Background: an optimization exercise with open tools, aiming at small area. Do not read the settings as production practice. Function was checked by simulation only, so behaviour that the tests miss may differ from the original.

## flow/design.v (module list and top-level ports; edited modules follow where they fit)
// module al864_ustep_table: 1774 lines
// module al864_ustep_engine: 2137 lines
// module al864_ustep_window: 32 lines
// module al864_csa_fa: 10 lines
// module al864_csa_ha: 9 lines
module al864_ustep_engine (
    input  wire        clk,
    input  wire        rst,                
    input  wire        in_valid,
    input  wire [35:0] in_pos,             
    input  wire [47:0] in_vel,             
    input  wire [12:0] in_per,             
    input  wire        in_lead,            
    input  wire [11:0] in_eofs,            
    input  wire [7:0]  in_scale_ax,        
    input  wire [7:0]  in_scale_glob,      
    input  wire [7:0]  in_scale_derate,    
    input  wire [5:0]  in_hyst,            
    output reg         out_valid,
    output wire [11:0] out_eidx,           
    output wire [9:0]  out_a_upper,
    output wire [9:0]  out_a_lower,
    output wire        out_a_neg,          
    output wire        out_a_zero,         
    output wire        out_a_clamp,        
    output wire [9:0]  out_b_upper,
    output wire [9:0]  out_b_lower,
    output wire        out_b_neg,
    output wire        out_b_zero,
    output wire        out_b_clamp
);
  // ...
==> flow/flow/run.sh <==
#!/bin/bash
# Layout flow: the standard flow, with these changes.
# 1. After the standard synthesis, the netlist is rewritten:
#    - faflip.py runs some full adders on complemented signals (a full adder is
#      self-dual) to cancel inverters between full adders;
#    - remap.sh re-maps all combinational logic except full adders, flip-flops
#      and tie cells with an area-oriented ABC script; flip-flops keep their names
#      and cells;
#    - unbuf.py removes the buffers ABC leaves where logic reduced to a wire.
# 2. The port buffers use the smallest buffer cell (buf_1).
set -e
echo 'export BUFFER_PORTS_ARGS = -buffer_cell sky130_fd_sc_hd__buf_1' >> config.mk
bash standard.sh synth > standard_synth.log 2>&1
R=orfs/results/sky130hd/al864_ustep_engine/base
cp $R/1_2_yosys.v $R/1_2_yosys_standard.v
python3 flow/faflip.py $R/1_2_yosys_standard.v $R/1_2_yosys_faflip.v > faflip.log 2>&1
bash flow/remap.sh $R/1_2_yosys_faflip.v $R/1_2_yosys_remap.v 12 > remap.log 2>&1
python3 flow/unbuf.py $R/1_2_yosys_remap.v $R/1_2_yosys.v > unbuf.log 2>&1
rm -f $R/1_synth.odb $R/1_synth.sdc
bash standard.sh > standard.log 2>&1
==> flow/flow/dontuse.txt <==
-dont_use sky130_fd_sc_hd__lpflow_bleeder_1 -dont_use sky130_fd_sc_hd__lpflow_clkbufkapwr_1 -dont_use sky130_fd_sc_hd__lpflow_clkbufkapwr_16 -dont_use sky130_fd_sc_hd__lpflow_clkbufkapwr_2 -dont_use sky130_fd_sc_hd__lpflow_clkbufkapwr_4 -dont_use sky130_fd_sc_hd__lpflow_clkbufkapwr_8 -dont_use sky130_fd_sc_hd__lpflow_clkinvkapwr_1 -dont_use sky130_fd_sc_hd__lpflow_clkinvkapwr_16 -dont_use sky130_fd_sc_hd__lpflow_clkinvkapwr_2 -dont_use sky130_fd_sc_hd__lpflow_clkinvkapwr_4 -dont_use sky130_fd_sc_hd__lpflow_clkinvkapwr_8 -dont_use sky130_fd_sc_hd__lpflow_decapkapwr_12 -dont_use sky130_fd_sc_hd__lpflow_decapkapwr_3 -dont_use sky130_fd_sc_hd__lpflow_decapkapwr_4 -dont_use sky130_fd_sc_hd__lpflow_decapkapwr_6 -dont_use sky130_fd_sc_hd__lpflow_decapkapwr_8 -dont_use sky130_fd_sc_hd__lpflow_inputiso0n_1 -dont_use sky130_fd_sc_hd__lpflow_inputiso0p_1 -dont_use sky130_fd_sc_hd__lpflow_inputiso1n_1 -dont_use sky130_fd_sc_hd__lpflow_inputiso1p_1 -dont_use sky130_fd_sc_hd__lpflow_inputisolatch_1 -dont_use sky130_fd_sc_hd__lpflow_isobufsrc_1 -dont_use sky130_fd_sc_hd__lpflow_isobufsrc_16 -dont_use sky130_fd_sc_hd__lpflow_isobufsrc_2 -dont_use sky130_fd_sc_hd__lpflow_isobufsrc_4 -dont_use sky130_fd_sc_hd__lpflow_isobufsrc_8 -dont_use sky130_fd_sc_hd__lpflow_isobufsrckapwr_16 -dont_use sky130_fd_sc_hd__lpflow_lsbuf_lh_hl_isowell_tap_1 -dont_use sky130_fd_sc_hd__lpflow_lsbuf_lh_hl_isowell_tap_2 -dont_use sky130_fd_sc_hd__lpflow_lsbuf_lh_hl_isowell_tap_4 -dont_use sky130_fd_sc_hd__lpflow_lsbuf_lh_isowell_4 -dont_use sky130_fd_sc_hd__lpflow_lsbuf_lh_isowell_tap_1 -dont_use sky130_fd_sc_hd__lpflow_lsbuf_lh_isowell_tap_2 -dont_use sky130_fd_sc_hd__lpflow_lsbuf_lh_isowell_tap_4 -dont_use sky130_fd_sc_hd__probe_p_8 -dont_use sky130_fd_sc_hd__probec_p_8 
==> flow/flow/faflip.py <==
# Usage: faflip.py IN.v OUT.v
# (Half adders are re-mapped as plain logic afterwards, so they count as logic.)
# Full adders are self-dual: FA(~a, ~b, ~c) = (~s, ~co). This pass picks, for each
# sky130 fa_1 cell, whether to run it on complemented signals, so as to cancel
# inverters between full adders (and between full adders and flip-flops or ports).
# A flipped full adder gets an inverter on each input and each output; the
# following ABC re-mapping removes the inverter pairs this creates.
import re, sys, collections
src = open(sys.argv[1]).read()
cellre = re.compile(r'(sky130_fd_sc_hd__\w+)\s+(\\?\S+)\s*\((.*?)\);', re.S)
pinre = re.compile(r'\.(\w+)\(\s*([^()]*?)\s*\)')
OUTP = {'Y', 'X', 'SUM', 'COUT', 'Q', 'HI', 'LO'}
cells = []
for m in cellre.finditer(src):
    typ, name, body = m.groups()
    pins = dict(pinre.findall(body))
    cells.append((typ, name, pins, m.start(), m.end()))
drv = {}
loads = collections.defaultdict(list)
for idx, (typ, name, pins, s, e) in enumerate(cells):
    for p, n in pins.items():
        if p in OUTP:
            drv[n] = (idx, p)
        else:
            loads[n].append((idx, p))
isinv = lambda t: re.match(r'(clk)?inv_\d+$', t) is not None
isfa = lambda t: t == 'fa_1'
def source(net):
    """Follow inverters back: (root net, parity)."""
    par = 0
    seen = 0
    while net in drv and isinv(cells[drv[net][0]][0][len('sky130_fd_sc_hd__'):]) and seen < 10:
        net = cells[drv[net][0]][2]['A']
        par ^= 1
        seen += 1
    return net, par
fas = [i for i, c in enumerate(cells) if isfa(c[0][len('sky130_fd_sc_hd__'):])]
fa_of_net = {}
for i in fas:
    for p in ('SUM', 'COUT'):
        fa_of_net[cells[i][2][p]] = i
# edges: (i, j, parity, weight) between FAs; unary: (i, parity, weight)
FIXED_W = 1.0
LOGIC_W = 0.25    # other logic can usually absorb an inversion
pair = collections.defaultdict(float)
unary = collections.defaultdict(lambda: [0.0, 0.0])
def fixed_driver(net):
    if net not in drv:
        return True          # port
    t = cells[drv[net][0]][0][len('sky130_fd_sc_hd__'):]
    return t.startswith('dfxtp') or t.startswith('conb')
for i in fas:
    for p in ('A', 'B', 'CIN'):
        root, par = source(cells[i][2][p])
        if root in fa_of_net:
            j = fa_of_net[root]
            pair[(i, j, par)] += 1.0
        else:
            w = FIXED_W if fixed_driver(root) else LOGIC_W
            # f=0 needs an inversion iff par, f=1 iff not par
            unary[i][1 - par] += w
for i in fas:
    for p in ('SUM', 'COUT'):
        net = cells[i][2][p]
        for (k, q) in loads[net]:
            t = cells[k][0][len('sky130_fd_sc_hd__'):]
            if isinv(t) or isfa(t):
                continue          # inverter chains are counted from the load side
            w = FIXED_W if t.startswith('dfxtp') else LOGIC_W
            unary[i][1] += w      # flipped output needs an inverter
        # inverted copies of this output feeding non-FA loads
        for (k, q) in loads[net]:
            t = cells[k][0][len('sky130_fd_sc_hd__'):]
            if isinv(t):
                for (k2, q2) in loads[cells[k][2]['Y']]:
                    t2 = cells[k2][0][len('sky130_fd_sc_hd__'):]
                    if not isfa(t2) and not isinv(t2):
                        w = FIXED_W if t2.startswith('dfxtp') else LOGIC_W
                        unary[i][0] += w
# port outputs driven by FA (through inverters) are ignored (rare)
f = {i: 0 for i in fas}
nbr = collections.defaultdict(list)
for (i, j, par), w in pair.items():
    nbr[i].append((j, par, w))
    nbr[j].append((i, par, w))
def local_cost(i, fi):
    c = unary[i][fi]
    for j, par, w in nbr[i]:
        fj = fi if j == i else f[j]
        c += w * (par ^ fi ^ fj)
    return c
def total():
    c = sum(unary[i][f[i]] for i in fas)
    c += sum(w * (par ^ f[i] ^ f[j]) for (i, j, par), w in pair.items())
    return c
before = total()
changed = True
it = 0
while changed and it < 100:
    changed = False
    it += 1
    for i in fas:
        if local_cost(i, 1 - f[i]) < local_cost(i, f[i]) - 1e-9:
            f[i] = 1 - f[i]
            changed = True
after = total()
nflip = sum(f.values())
sys.stderr.write("faflip: %d full adders, %d flipped, cost %.1f -> %.1f\n" % (len(fas), nflip, before, after))
# rewrite
out = []
last = 0
extra = []
wires = []
k = 0
for idx, (typ, name, pins, s, e) in enumerate(cells):
    if idx in f and f[idx]:
        out.append(src[last:s])
        newpins = {}
        for p in ('A', 'B', 'CIN'):
            k += 1
            w = "faflip_n%d" % k
            wires.append(w)
            extra.append("  sky130_fd_sc_hd__inv_1 faflip_i%d (.A(%s), .Y(%s));" % (k, pins[p], w))
            newpins[p] = w
        for p in ('SUM', 'COUT'):
            k += 1
            w = "faflip_n%d" % k
            wires.append(w)
            extra.append("  sky130_fd_sc_hd__inv_1 faflip_i%d (.A(%s), .Y(%s));" % (k, w, pins[p]))
            newpins[p] = w
        out.append("%s %s (\n%s\n  );" % (typ, name, ",\n".join("    .%s(%s)" % (p, newpins[p]) for p in ('A', 'B', 'CIN', 'COUT', 'SUM'))))
        last = e + 1 if src[e:e+1] == ';' else e
        if src[last - 1] != ';':
            pass
    else:
        continue
out.append(src[last:])
res = "".join(out)
endm = res.rindex("endmodule")
res = res[:endm] + "".join("  wire %s;\n" % w for w in wires) + "\n".join(extra) + "\n" + res[endm:]
open(sys.argv[2], "w").write(res)
==> flow/flow/partition.py <==
# Usage: partition.py netlist.v SIDE > cells.txt
# SIDE 1: lists the combinational cells that are NOT in the fan-in cone of the
# flip-flop D pins (to keep them when re-mapping side 1, the logic feeding the
# flip-flops). SIDE 2: lists the cells that ARE in that cone (to keep them when
# re-mapping side 2, the logic from the flip-flops to the outputs).
import re, sys, collections
txt = open(sys.argv[1]).read()
cells = re.findall(r'(sky130_fd_sc_hd__\w+)\s+(\\?\S+)\s*\((.*?)\);', txt, re.S)
outs = {'Y', 'X', 'SUM', 'COUT', 'Q', 'HI', 'LO', 'Q_N'}
drv = {}
ins = {}
for typ, name, body in cells:
    pins = re.findall(r'\.(\w+)\(([^()]*(?:\([^()]*\))?[^()]*)\)', body)
    ins[name] = []
    for pin, net in pins:
        net = net.strip()
        if pin in outs:
            drv[net] = name
        else:
            ins[name].append((pin, net))
typ_of = {name: typ for typ, name, body in cells}
ffs = [n for n in typ_of if 'dfxtp' in typ_of[n]]
seen = set()
stack = []
for f in ffs:
    for pin, net in ins[f]:
        if pin == 'D':
            stack.append(net)
while stack:
    net = stack.pop()
    c = drv.get(net)
    if c is None or c in seen or 'dfxtp' in typ_of[c]:
        continue
    seen.add(c)
    for pin, n in ins[c]:
        stack.append(n)
side2 = sys.argv[2] == "2"
for n in typ_of:
    if 'dfxtp' in typ_of[n]:
        continue
    if (n in seen) == side2:
        print(n)
sys.stderr.write("stage1 %d cells, stage2 %d cells\n" % (len(seen), len(typ_of) - len(seen) - len(ffs)))
==> flow/flow/remap.script <==
strash
&get -n
&dch -f
&nf -R 1000
&put
topo
==> flow/flow/remap.sh <==
#!/bin/bash
# remap.sh IN.v OUT.v SIDES: re-map the combinational logic of the standard synthesis
# netlist IN.v with ABC (script remap.script, area-oriented) and write OUT.v.
# SIDES: "1" re-maps the logic that feeds the flip-flops, "2" the logic they feed,
# "12" both. Flip-flops, full adders and tie cells are kept as they are
# (same instances and names); half adders and all other gates are re-mapped.
set -e
IN=$1; OUT=$2; SIDES=$3
HERE=$(cd $(dirname $0) && pwd)
LIB=/OpenROAD-flow-scripts/flow/platforms/sky130hd/lib/sky130_fd_sc_hd__tt_025C_1v80.lib
YOSYS=/OpenROAD-flow-scripts/tools/install/yosys/bin/yosys
DU=$(cat $HERE/dontuse.txt)
W=$(dirname $OUT)
python3 $HERE/partition.py $IN 1 > $W/remap_side1_cells.txt
python3 $HERE/partition.py $IN 2 > $W/remap_side2_cells.txt
{
  echo "read_liberty -ignore_miss_func $LIB"
  echo "read_verilog $IN"
  echo "hierarchy -top al864_ustep_engine"
  echo "setattr -mod -set keep_hierarchy 1 sky130_fd_sc_hd__fa_1 sky130_fd_sc_hd__dfxtp_1 sky130_fd_sc_hd__conb_1"
  # cells of the side that is not re-mapped stay as they are
  case $SIDES in
    1) awk '{printf "setattr -set keep_hierarchy 1 al864_ustep_engine/%s\n", $1}' $W/remap_side1_cells.txt ;;
    2) awk '{printf "setattr -set keep_hierarchy 1 al864_ustep_engine/%s\n", $1}' $W/remap_side2_cells.txt ;;
  esac
  echo "flatten"
  echo "opt_clean -purge"
  echo "abc -script $HERE/remap.script -liberty $LIB $DU"
  echo "splitnets"
  echo "opt_clean -purge"
  echo "hilomap -singleton -hicell sky130_fd_sc_hd__conb_1 HI -locell sky130_fd_sc_hd__conb_1 LO"
  echo "insbuf -buf sky130_fd_sc_hd__buf_4 A X"
  echo "tee -o $W/remap_stat.txt stat -liberty $LIB"
  echo "select al864_ustep_engine"
  echo "write_verilog -noattr -nohex -nodec -selected $OUT"
} > $W/remap.ys
$YOSYS -s $W/remap.ys
==> flow/flow/unbuf.py <==
# Usage: unbuf.py IN.v OUT.v
# Removes sky130 buf_* cells whose output is not a module port: their loads are
# connected to the buffer's input net instead. (ABC leaves such buffers where
# the re-mapped logic reduces to a wire between two kept cells.)
import re, sys
src = open(sys.argv[1]).read()
m = re.search(r'module\s+\w+\s*\((.*?)\);', src, re.S)
ports = set(p.strip() for p in m.group(1).split(','))
cellre = re.compile(r'\n\s*sky130_fd_sc_hd__buf_\d+\s+(\\?\S+)\s*\(\s*\.A\(\s*([^()]*?)\s*\)\s*,\s*\.X\(\s*([^()]*?)\s*\)\s*\);', re.S)
alias = {}
def base(n):
    return re.sub(r'\s*\[.*$', '', n)
out = []
last = 0
removed = 0
for mm in cellre.finditer(src):
    name, a, x = mm.groups()
    if base(x) in ports or base(x).lstrip('\\') in ports:
        continue
    alias[x] = a
    out.append(src[last:mm.start()])
    last = mm.end()
    removed += 1
out.append(src[last:])
res = "".join(out)
def resolve(n):
    seen = 0
    while n in alias and seen < 100:
        n = alias[n]
        seen += 1
    return n
pinre = re.compile(r'(\.\w+\()\s*([^()]*?)\s*(\))')
def esc(n):
    return n + ' ' if n.startswith('\\') else n
def fix(mm):
    n = mm.group(2)
    return mm.group(1) + esc(resolve(n)) + mm.group(3) if n in alias else mm.group(0)
res = pinre.sub(fix, res)
# assigns: "assign x = y;" right-hand sides
res = re.sub(r'(assign\s+[^=]+=\s*)([^;]+?)(\s*;)', lambda mm: mm.group(1) + (esc(resolve(mm.group(2).strip())) if mm.group(2).strip() in alias else mm.group(2)) + mm.group(3), res)
open(sys.argv[2], 'w').write(res)
sys.stderr.write("unbuf: removed %d buffers\n" % removed)
==> flow/standard.sh <==
#!/bin/bash
# synth_recipe.tcl (not shown) runs the flow's synth.tcl, then flattens the netlist and writes it again
# the make line also repeats each setting of config.mk as NAME=value (left out here)
make -C /OpenROAD-flow-scripts/flow DESIGN_CONFIG=/design/flow/config.mk WORK_HOME=/design/flow/orfs CLKGATE_MAP_FILE= SYNTH_SCRIPT=/design/flow/synth_recipe.tcl "${@:-finish}"
==> flow/config.mk <==
export PLATFORM = sky130hd
export DESIGN_NAME = al864_ustep_engine
export DESIGN_NICKNAME = al864_ustep_engine
export VERILOG_FILES = /design/flow/design.v
export SDC_FILE = /design/flow/constraint.sdc
export NUM_CORES = 4
export LEC_CHECK = 0
export ABC_AREA = 1
export CAP_MARGIN = 20
export CORE_MARGIN = 2
export CORE_UTILIZATION = 55
export SLEW_MARGIN = 20
export SYNTH_MEMORY_MAX_BITS = 32768
export BUFFER_PORTS_ARGS = -buffer_cell sky130_fd_sc_hd__buf_1
==> flow/constraint.sdc <==
create_clock -name core_clock -period 20.0 [get_ports {clk}]
set_input_delay 4.0000 -clock core_clock [delete_from_list [all_inputs] [get_ports {clk}]]
set_output_delay 4.0000 -clock core_clock [all_outputs]
set_load 0.01 [all_outputs]
==> impl_results.html, run 1 <==
<table>
<tr><th>Metric</th><th>Value</th></tr>
<tr><th colspan="2">Detailed routing</th></tr>
<tr><td>Initial detailed-routing violation count</td><td>about 5700</td></tr>
<tr><td>Number of vias after detailed routing</td><td>~28000</td></tr>
<tr><td>Met3 Routed Length</td><td>between 15000 and 20000 µm</td></tr>
<tr><td>Length of routed met2 wiring</td><td>about 45000 µm</td></tr>
<tr><td>Uppermost metal layer occupied by signal nets</td><td>met4</td></tr>
<tr><td>Iteration count of the initial detailed-routing pass</td><td>14</td></tr>
<tr><th colspan="2">Status</th></tr>
<tr><td>Status</td><td>timing/DRC/antenna clean</td></tr>
<tr><th colspan="2">Clock tree</th></tr>
<tr><td>Count of clock tree sinks</td><td>36</td></tr>
<tr><td>CTS Hold Bufs</td><td>0</td></tr>
<tr><td>Clock-pin slew of the registers on the worst-case setup and hold paths</td><td>roughly 60 ps</td></tr>
<tr><th colspan="2">Final layout</th></tr>
<tr><td>Register fraction of the total cell area</td><td>0.02622</td></tr>
<tr><td>Diode insertion count for antenna repair</td><td>2</td></tr>
<tr><td>Core occupancy in the finished layout</td><td>0.6214</td></tr>
<tr><td>Most common cell after layout, fill and taps aside</td><td>fa_1</td></tr>
<tr><td>Dominant class by area</td><td>multi-input combinational cells</td></tr>
<tr><td>Summed area of non-filler cells in the final layout</td><td>roughly 0.028 mm²</td></tr>
<tr><td>Non-filler cells, final</td><td>approximately 3800</td></tr>
<tr><td>Area used by multi-input combinational logic</td><td>between 0.02 and 0.025 mm²</td></tr>
<tr><td>Share of layout cells above drive strength 1</td><td>0.05657</td></tr>
<tr><th colspan="2">Worst setup path</th></tr>
<tr><td>Crit path largest cell delay</td><td>900 ps</td></tr>
<tr><td>Required arrival time at the worst endpoint</td><td>around 16000 ps</td></tr>
<tr><td>Sort of element at the start of the critical path</td><td>register</td></tr>
<tr><td>Critical Path Sink Type</td><td>primary output</td></tr>
<tr><td>Total number of cells along the worst setup path</td><td>49</td></tr>
<tr><td>Start-to-end type of the worst setup path</td><td>register to primary output</td></tr>
<tr><th colspan="2">Placement</th></tr>
<tr><td>Half-perimeter wire length after detailed placement</td><td>about 75000 µm</td></tr>
<tr><th colspan="2">STA</th></tr>
<tr><td>Number of failing hold endpoints at the final stage</td><td>0</td></tr>
<tr><td>Slew at the pin closest to its max-slew limit</td><td>1197 ps</td></tr>
<tr><th colspan="2">Global route</th></tr>
<tr><td>Total overflow reported by the global router</td><td>0</td></tr>
<tr><td>Initial antenna violation count</td><td>3</td></tr>
<tr><td>Global routing met1 resource utilization</td><td>0.5876</td></tr>
<tr><th colspan="2">Synth</th></tr>
<tr><td>Synthesized instance count</td><td>between 2000 and 3000</td></tr>
<tr><td>Synth Cell Area</td><td>0.02470 mm²</td></tr>
<tr><td>Ys Warns</td><td>1</td></tr>
<tr><th colspan="2">Floorplanning</th></tr>
<tr><td>Boundary pin count</td><td>around 200</td></tr>
<tr><td>Die Footprint</td><td>0.04663 mm²</td></tr>
<tr><th colspan="2">Min path</th></tr>
<tr><td>Hold Path Origin</td><td>in_hyst[4]</td></tr>
</table>
==> inputs of run 2 (changes only) <==
--- a/flow/config.mk
+++ b/flow/config.mk
@@ -7,8 +7,8 @@
 export LEC_CHECK = 0
 export ABC_AREA = 1
-export CAP_MARGIN = 20
+export CAP_MARGIN = 10
 export CORE_MARGIN = 2
 export CORE_UTILIZATION = 55
-export SLEW_MARGIN = 20
+export SLEW_MARGIN = 10
 export SYNTH_MEMORY_MAX_BITS = 32768
 export BUFFER_PORTS_ARGS = -buffer_cell sky130_fd_sc_hd__buf_1
==> run 2 against run 1 <==
  * Still clean
  * Hold slack barely moved
  * Via count fell by 0.19%
  * Flip-flop and latch count did not move
  * Core utilization barely moved
  * Global-route usage did not move
  * Area after synthesis did not move
  * Cell count barely moved
  * Critical path depth rose by 2
==> impl_results.html, run 2 <==
<table>
<tr><th>Metric</th><th>Value</th></tr>
<tr><th colspan="2">Status</th></tr>
<tr><td>Status</td><td>timing/DRC/antenna clean (unchanged)</td></tr>
<tr><th colspan="2">STA</th></tr>
<tr><td>Fmax</td><td>53.61 MHz (was 53.83 MHz)</td></tr>
<tr><td>Number of failing hold endpoints at the final stage</td><td>0 (unchanged)</td></tr>
<tr><td>Slew at the pin closest to its max-slew limit</td><td>1370 ps (was 1197 ps)</td></tr>
<tr><td>Max-Slew Margin vs Limit</td><td>0.08457 (was 0.1992)</td></tr>
<tr><td>Final hold slack</td><td>3804 ps (was 3803 ps)</td></tr>
<tr><td>Pins over their slew limit</td><td>0 (unchanged)</td></tr>
<tr><td>Period Utilization, post-route</td><td>0.9326 (was 0.9288)</td></tr>
<tr><td>Post-Route Setup TNS</td><td>0 ps (unchanged)</td></tr>
<tr><td>Minimum clock period</td><td>18650 ps (was 18580 ps)</td></tr>
<tr><td>Total of endpoints with negative setup slack in the final report</td><td>0 (unchanged)</td></tr>
<tr><td>Unrepaired setup endpoints after global routing</td><td>no (unchanged)</td></tr>
<tr><th colspan="2">Worst setup path</th></tr>
<tr><td>Required arrival time at the worst endpoint</td><td>16000 ps (about the same)</td></tr>
<tr><td>Critical Path Sink Type</td><td>primary output (unchanged)</td></tr>
<tr><td>Crit-path slowest cell</td><td>nor2_1 (unchanged)</td></tr>
<tr><td>Most common cell type on the critical path</td><td>fa_1 (unchanged)</td></tr>
<tr><td>Start-to-end type of the worst setup path</td><td>register to primary output (unchanged)</td></tr>
<tr><td>Maximum net fanout on the critical path</td><td>14 (unchanged)</td></tr>
<tr><td>Sort of element at the start of the critical path</td><td>register (unchanged)</td></tr>
<tr><td>Crit path largest cell delay</td><td>920 ps (was 900 ps)</td></tr>
<tr><td>Data arrival time of the worst path</td><td>14650 ps (was 14580 ps)</td></tr>
<tr><th colspan="2">Detailed routing</th></tr>
<tr><td>Number of routed nets with antenna violations</td><td>0 (unchanged)</td></tr>
<tr><td>Routed wire length per instance</td><td>27.29 µm (was 27.27 µm)</td></tr>
<tr><td>Total DRC errors in the routed layout</td><td>0 (unchanged)</td></tr>
<tr><td>Iteration count of the initial detailed-routing pass</td><td>13 (was 14)</td></tr>
<tr><td>Average via count per standard cell</td><td>7.420 (was 7.432)</td></tr>
<tr><td>Initial detailed-routing violation count</td><td>5521 (was 5738)</td></tr>
<tr><td>Total routed wirelength</td><td>104000 µm (was 103900 µm)</td></tr>
<tr><td>Number of vias after detailed routing</td><td>28269 (was 28324)</td></tr>
<tr><th colspan="2">Synth</th></tr>
<tr><td>Number of nets produced by synthesis</td><td>3472 (unchanged)</td></tr>
<tr><td>Ys Warns</td><td>1 (unchanged)</td></tr>
<tr><td>Synthesized instance count</td><td>2886 (unchanged)</td></tr>
<tr><td>Synth Cell Area</td><td>0.02470 mm² (unchanged)</td></tr>
<tr><td>Mean area per synthesized cell</td><td>8.559 µm² (unchanged)</td></tr>
<tr><th colspan="2">Final layout</th></tr>
<tr><td>Non-filler cells, final</td><td>3810 (was 3811)</td></tr>
<tr><td>Commonest cells after routing, fill and taps aside</td><td>fa_1 (443), nand2_1 (346), xnor2_1 (289), a22oi_1 (261), a21oi_1 (205) (unchanged)</td></tr>
<tr><td>Core occupancy in the finished layout</td><td>0.6211 (was 0.6214)</td></tr>
<tr><td>Largest reg by FF count</td><td>e_kfac (unchanged)</td></tr>
<tr><td>Net count, final</td><td>3802 (unchanged)</td></tr>
<tr><td>Max reg flops</td><td>17 (unchanged)</td></tr>
<tr><td>Most common cell after layout, fill and taps aside</td><td>fa_1 (unchanged)</td></tr>
<tr><td>Post-synthesis to final-layout area growth</td><td>11.43% (was 11.48%)</td></tr>
<tr><td>Summed area of non-filler cells in the final layout</td><td>0.02753 mm² (was 0.02754 mm²)</td></tr>
<tr><td>Share of layout cells above drive strength 1</td><td>0.05533 (was 0.05657)</td></tr>
<tr><td>Number of inserted filler cells in the final layout</td><td>3951 (unchanged)</td></tr>
<tr><td>Registers with the most flip-flops</td><td>e_kfac (17), e_idx (12), e_hyst (6) (unchanged)</td></tr>
<tr><th colspan="2">Placement</th></tr>
<tr><td>Routability cong.</td><td>1.016 (unchanged)</td></tr>
<tr><td>Half-perimeter wire length after detailed placement</td><td>74920 µm (unchanged)</td></tr>
<tr><td>Placement Cell Area</td><td>0.02734 mm² (unchanged)</td></tr>
<tr><td>Port Buf Inserts</td><td>198 (unchanged)</td></tr>
<tr><td>Placed instance count</td><td>3801 (unchanged)</td></tr>
<tr><th colspan="2">Floorplanning</th></tr>
<tr><td>Die Footprint</td><td>0.04663 mm² (unchanged)</td></tr>
<tr><td>Starting Density</td><td>0.5574 (unchanged)</td></tr>
<tr><td>Y dimension of the die</td><td>215.9 µm (unchanged)</td></tr>
<tr><td>Rows</td><td>77 (unchanged)</td></tr>
<tr><td>Die Wd</td><td>215.9 µm (unchanged)</td></tr>
<tr><td>Floorplan Core Area</td><td>0.04432 mm² (unchanged)</td></tr>
<tr><td>Boundary pin count</td><td>202 (unchanged)</td></tr>
<tr><th colspan="2">Clock tree</th></tr>
<tr><td>Count of clock tree sinks</td><td>36 (unchanged)</td></tr>
<tr><td>Clock H-tree levels</td><td>2 (unchanged)</td></tr>
<tr><td>Post-CTS Repair Setup Buffers</td><td>0 (unchanged)</td></tr>
<tr><td>Resized Gates After CTS</td><td>0 (unchanged)</td></tr>
<tr><td>Clock-pin slew of the registers on the worst-case setup and hold paths</td><td>60 ps (about the same)</td></tr>
<tr><td>CTS Root Buffer Type</td><td>clkbuf_16 (unchanged)</td></tr>
<tr><td>TritonCTS clock tree</td><td>yes (unchanged)</td></tr>
<tr><td>CTS Hold Bufs</td><td>0 (unchanged)</td></tr>
<tr><td>Num CTS Buffers</td><td>5 (unchanged)</td></tr>
<tr><td>Deepest clock path buffer count</td><td>2 (unchanged)</td></tr>
<tr><th colspan="2">Global route</th></tr>
<tr><td>Global-route wire length before repair</td><td>163100 µm (unchanged)</td></tr>
<tr><td>Pin count of the biggest net entering global routing</td><td>83 (unchanged)</td></tr>
<tr><td>Number of global-route vias before repair</td><td>28541 (unchanged)</td></tr>
<tr><td>Total overflow reported by the global router</td><td>0 (unchanged)</td></tr>
<tr><td>Initial antenna violation count</td><td>3 (unchanged)</td></tr>
<tr><td>Total global-route track usage</td><td>0.4435 (unchanged)</td></tr>
<tr><th colspan="2">Min path</th></tr>
<tr><td>Hold crit path type</td><td>input port to register (unchanged)</td></tr>
<tr><th colspan="2">Flow run</th></tr>
<tr><td>Maxcap violations</td><td>0 (unchanged)</td></tr>
</table>
==> run 2: area by class of cell <==
cell class | instances | area, µm² | area share
tap | 592 | 740.7 | 0.02691
antenna | 1 | 2.502 | 0.00009091
inverter | 119 | 446.7 | 0.01623
timing repair buffer | 335 | 1784 | 0.06482
clock inverter | 2 | 35.03 | 0.001273
sequential | 36 | 721.9 | 0.02623
multi-input combinational | 2719 | 23670 | 0.8598
clock buffer | 6 | 128.9 | 0.004682
==> run 2: critical path, delay by kind of cell (launching register included) <==
kind / cells / cell delay [ps]
and+or+nand+nor: 17 / 4560
adders and majority gates: 10 / 4330
AOI/OAI and AO/OA: 14 / 3000
buffers and inverters: 7 / 1450
DFF: 1 / 540
xor gates and xnor gates: 2 / 230
muxes: 1 / 210
==> run 2: final timing paths <==
path,from,end,slack [ps],cells after the start
min,in_hyst[4],e_hyst[4],3800,1
max,e_idx[2],out_a_lower[8],1350,51
==> run 2: metal layers <==
layer / up-vias / GRT usage / part of all wire
li1: 11575 / - / -
met1: 13466 / 0.5876 / 0.36
met2: 2648 / 0.6798 / 0.44
met3: 578 / 0.1215 / 0.15
met4: 2 / 0.2000 / 0.059
met5: - / 0 / 0.00011
==> run 2: per-stage QoR <==
stage	worst slack (ps)
6_report	1348
5_1_grt	692.4
4_1_cts	1827
3_5_place_dp	2115
3_3_place_gp	2346
2_1_floorplan	1148
==> inputs of run 3 (changes only) <==
--- a/flow/config.mk
+++ b/flow/config.mk
@@ -9,5 +9,5 @@
 export CAP_MARGIN = 10
 export CORE_MARGIN = 2
-export CORE_UTILIZATION = 55
+export CORE_UTILIZATION = 60
 export SLEW_MARGIN = 10
 export SYNTH_MEMORY_MAX_BITS = 32768
==> run 3 against run 2 <==
  * Hold slack lost 11 ps
  * Synthesized cell count unchanged
  * Flip-flop and latch count unchanged
  * Count of clock-buffer cells in the layout down 1
  * Routed wire length increased by 3.7%
  * Setup slack lost 93 ps
  * Via count rose by 4.7%
  * Non-clock buffer count increased by 29
  * Die area decreased by 8.2%
  * Largest cell class unchanged
==> impl_results.html, run 3 <==
<table>
<tr><th>Metric</th><th>Value</th></tr>
<tr><th colspan="2">Final layout</th></tr>
<tr><td>Registers with the most flip-flops</td><td>e_kfac (17), e_idx (12), e_hyst (6) (unchanged)</td></tr>
<tr><td>Net count, final</td><td>3831 (was 3802)</td></tr>
<tr><td>Post-synthesis to final-layout area growth</td><td>11.83% (was 11.43%)</td></tr>
<tr><td>Share of layout cells above drive strength 1</td><td>0.06439 (was 0.05533)</td></tr>
<tr><td>Commonest cells after routing, fill and taps aside</td><td>fa_1 (443), nand2_1 (346), xnor2_1 (288), a22oi_1 (261), a21oi_1 (205) (was fa_1 (443), nand2_1 (346), xnor2_1 (289), a22oi_1 (261), a21oi_1 (205))</td></tr>
<tr><td>Most common cell after layout, fill and taps aside</td><td>fa_1 (unchanged)</td></tr>
<tr><td>Max reg flops</td><td>17 (unchanged)</td></tr>
<tr><td>Largest reg by FF count</td><td>e_kfac (unchanged)</td></tr>
<tr><td>Diode insertion count for antenna repair</td><td>0 (was 1)</td></tr>
<tr><th colspan="2">STA</th></tr>
<tr><td>Post-Route Setup TNS</td><td>0 ps (unchanged)</td></tr>
<tr><td>Minimum clock period</td><td>18740 ps (was 18650 ps)</td></tr>
<tr><td>Unrepaired setup endpoints after global routing</td><td>no (unchanged)</td></tr>
<tr><td>Number of failing hold endpoints at the final stage</td><td>0 (unchanged)</td></tr>
<tr><td>Setup ws final</td><td>1255 ps (was 1348 ps)</td></tr>
<tr><td>Total of endpoints with negative setup slack in the final report</td><td>0 (unchanged)</td></tr>
<tr><td>Slew at the pin closest to its max-slew limit</td><td>1260 ps (was 1370 ps)</td></tr>
<tr><td>Max-Slew Margin vs Limit</td><td>0.1590 (was 0.08457)</td></tr>
<tr><td>Period Utilization, post-route</td><td>0.9372 (was 0.9326)</td></tr>
<tr><td>Fmax</td><td>53.35 MHz (was 53.61 MHz)</td></tr>
<tr><td>Pins over their slew limit</td><td>0 (unchanged)</td></tr>
<tr><th colspan="2">Detailed routing</th></tr>
<tr><td>Routed wire length per instance</td><td>28.54 µm (was 27.29 µm)</td></tr>
<tr><td>Average via count per standard cell</td><td>7.833 (was 7.420)</td></tr>
<tr><td>Total routed wirelength</td><td>107800 µm (was 104000 µm)</td></tr>
<tr><td>Iteration count of the initial detailed-routing pass</td><td>17 (was 13)</td></tr>
<tr><td>Number of vias after detailed routing</td><td>29593 (was 28269)</td></tr>
<tr><td>Number of routed nets with antenna violations</td><td>0 (unchanged)</td></tr>
<tr><td>Total DRC errors in the routed layout</td><td>0 (unchanged)</td></tr>
<tr><td>Initial detailed-routing violation count</td><td>6436 (was 5521)</td></tr>
<tr><th colspan="2">Global route</th></tr>
<tr><td>Initial antenna violation count</td><td>1 (was 3)</td></tr>
<tr><td>Total global-route track usage</td><td>0.5021 (was 0.4435)</td></tr>
<tr><td>Global-route wire length before repair</td><td>167000 µm (was 163100 µm)</td></tr>
<tr><td>Number of global-route vias before repair</td><td>29841 (was 28541)</td></tr>
<tr><td>Pin count of the biggest net entering global routing</td><td>67 (was 83)</td></tr>
<tr><td>Total overflow reported by the global router</td><td>0 (unchanged)</td></tr>
<tr><th colspan="2">Clock tree</th></tr>
<tr><td>TritonCTS clock tree</td><td>yes (unchanged)</td></tr>
<tr><td>Clock-pin slew of the registers on the worst-case setup and hold paths</td><td>70 ps (was 60 ps)</td></tr>
<tr><td>Clock H-tree levels</td><td>2 (unchanged)</td></tr>
<tr><td>CTS Hold Bufs</td><td>0 (unchanged)</td></tr>
<tr><td>CTS Root Buffer Type</td><td>clkbuf_16 (unchanged)</td></tr>
<tr><td>Num CTS Buffers</td><td>5 (unchanged)</td></tr>
<tr><td>Count of clock tree sinks</td><td>36 (unchanged)</td></tr>
<tr><td>Resized Gates After CTS</td><td>0 (unchanged)</td></tr>
<tr><td>Post-CTS Repair Setup Buffers</td><td>0 (unchanged)</td></tr>
<tr><td>Deepest clock path buffer count</td><td>2 (unchanged)</td></tr>
<tr><th colspan="2">Synth</th></tr>
<tr><td>Mean area per synthesized cell</td><td>8.559 µm² (unchanged)</td></tr>
<tr><td>Number of nets produced by synthesis</td><td>3472 (unchanged)</td></tr>
<tr><td>Synthesized instance count</td><td>2886 (unchanged)</td></tr>
<tr><td>Synth Cell Area</td><td>0.02470 mm² (unchanged)</td></tr>
<tr><td>Ys Warns</td><td>1 (unchanged)</td></tr>
<tr><th colspan="2">Worst setup path</th></tr>
<tr><td>Start-to-end type of the worst setup path</td><td>register to primary output (unchanged)</td></tr>
<tr><td>Crit-path slowest cell</td><td>o21ai_0 (was nor2_1)</td></tr>
<tr><td>Data arrival time of the worst path</td><td>14740 ps (was 14650 ps)</td></tr>
<tr><td>Crit path largest cell delay</td><td>790 ps (was 920 ps)</td></tr>
<tr><td>Crit path buffers/inverters</td><td>3 (was 7)</td></tr>
<tr><td>Required arrival time at the worst endpoint</td><td>16000 ps (about the same)</td></tr>
<tr><td>Critical Path Sink Type</td><td>primary output (unchanged)</td></tr>
<tr><td>Maximum net fanout on the critical path</td><td>17 (was 14)</td></tr>
<tr><td>Sort of element at the start of the critical path</td><td>register (unchanged)</td></tr>
<tr><td>Most common cell type on the critical path</td><td>fa_1 (unchanged)</td></tr>
<tr><td>Family with the most delay on the worst path</td><td>adder cells (was simple AND/OR/NAND/NOR gates)</td></tr>
<tr><th colspan="2">Floorplanning</th></tr>
<tr><td>Y dimension of the die</td><td>206.9 µm (was 215.9 µm)</td></tr>
<tr><td>Rows</td><td>74 (was 77)</td></tr>
<tr><td>Floorplan Core Area</td><td>0.04074 mm² (was 0.04432 mm²)</td></tr>
<tr><td>Die Wd</td><td>206.9 µm (was 215.9 µm)</td></tr>
<tr><td>Die Footprint</td><td>0.04281 mm² (was 0.04663 mm²)</td></tr>
<tr><td>Boundary pin count</td><td>202 (unchanged)</td></tr>
<tr><td>Starting Density</td><td>0.6064 (was 0.5574)</td></tr>
<tr><th colspan="2">Flow run</th></tr>
<tr><td>Maxcap violations</td><td>0 (unchanged)</td></tr>
<tr><th colspan="2">Status</th></tr>
<tr><td>Status</td><td>timing/DRC/antenna clean (unchanged)</td></tr>
<tr><th colspan="2">Placement</th></tr>
<tr><td>Placement-stage worst setup slack</td><td>1927 ps (was 2115 ps)</td></tr>
<tr><td>Half-perimeter wire length after detailed placement</td><td>77600 µm (was 74920 µm)</td></tr>
<tr><td>Routability cong.</td><td>1.027 (was 1.016)</td></tr>
<tr><td>Port Buf Inserts</td><td>198 (unchanged)</td></tr>
<tr><th colspan="2">Min path</th></tr>
<tr><td>Hold crit path type</td><td>input port to register (unchanged)</td></tr>
</table>
==> run 3: final cells by class <==
| type | count | area, µm² |
|---|---|---|
| Fill cell | 3115 | 13120 |
| Sequential cell | 36 | 721.9 |
| Inverter | 119 | 446.7 |
| Tap cell | 532 | 665.6 |
| Timing Repair Buffer | 364 | 1989 |
| Clock inverter | 3 | 18.77 |
| Multi-Input combinational cell | 2719 | 23660 |
| Clock buffer | 5 | 125.1 |
==> run 3: stage by stage <==
step                hold WS [ps]  utilization  area, µm²  instances
finish                      3793       0.6781      27620       3778
floorplan                   4028            -      24700       2886
global placement            4097       0.6739      27450       3770
global route                3813       0.6781      27620       3778
CTS                         3796       0.6774      27600       3778
detailed placement          4094       0.6739      27450       3770
==> run 3: final timing paths <==
| kind | from | end | cells after the start |
|---|---|---|---|
| worst max-delay path | e_idx[9] | out_a_lower[8] | 49 |
| worst min-delay path | in_hyst[4] | e_hyst[4] | 1 |
==> run 3: per-layer routing <==
layer,share of wire,GRT usage,vias up
li1,-,-,11626
met4,0.078,0.2834,2
met5,0.00048,0.01152,-
met1,0.33,0.6285,13740
met2,0.43,0.7631,3294
met3,0.16,0.1662,931

[port drivers added, routing unchanged]
How much do the figures lean on ideal ports? The routed layouts below were timed once more, with nothing changed but the port constraints.
Step 1 assumes that a clkbuf_16 drives the clock port and a buf_2 every other input.
Step 2 moves the port delays by t, midway between the first and last clock arrival at a register: inputs arrive t later, outputs are due t later. That takes back most of the time a late clock gives input paths.
Slacks: no drivers / after step 1 / after step 2; pairs: no drivers / after step 1.
run | shift t [ns] | slack for setup (ns) | worst hold slack (ns) | worst data-port slew with drivers (ns) | pins driven straight from the clock port
run 1 | 0.325 | 1.424 / 1.381 / 1.705 | 3.803 / 3.786 / 4.111 | 0.08 | 1
run 2 | 0.325 | 1.348 / 1.305 / 1.630 | 3.804 / 3.787 / 4.111 | 0.08 | 1
run 3 | 0.331 | 1.255 / 1.210 / 1.541 | 3.793 / 3.772 / 4.103 | 0.08 | 1
After both steps setup and hold are still met in every run listed.
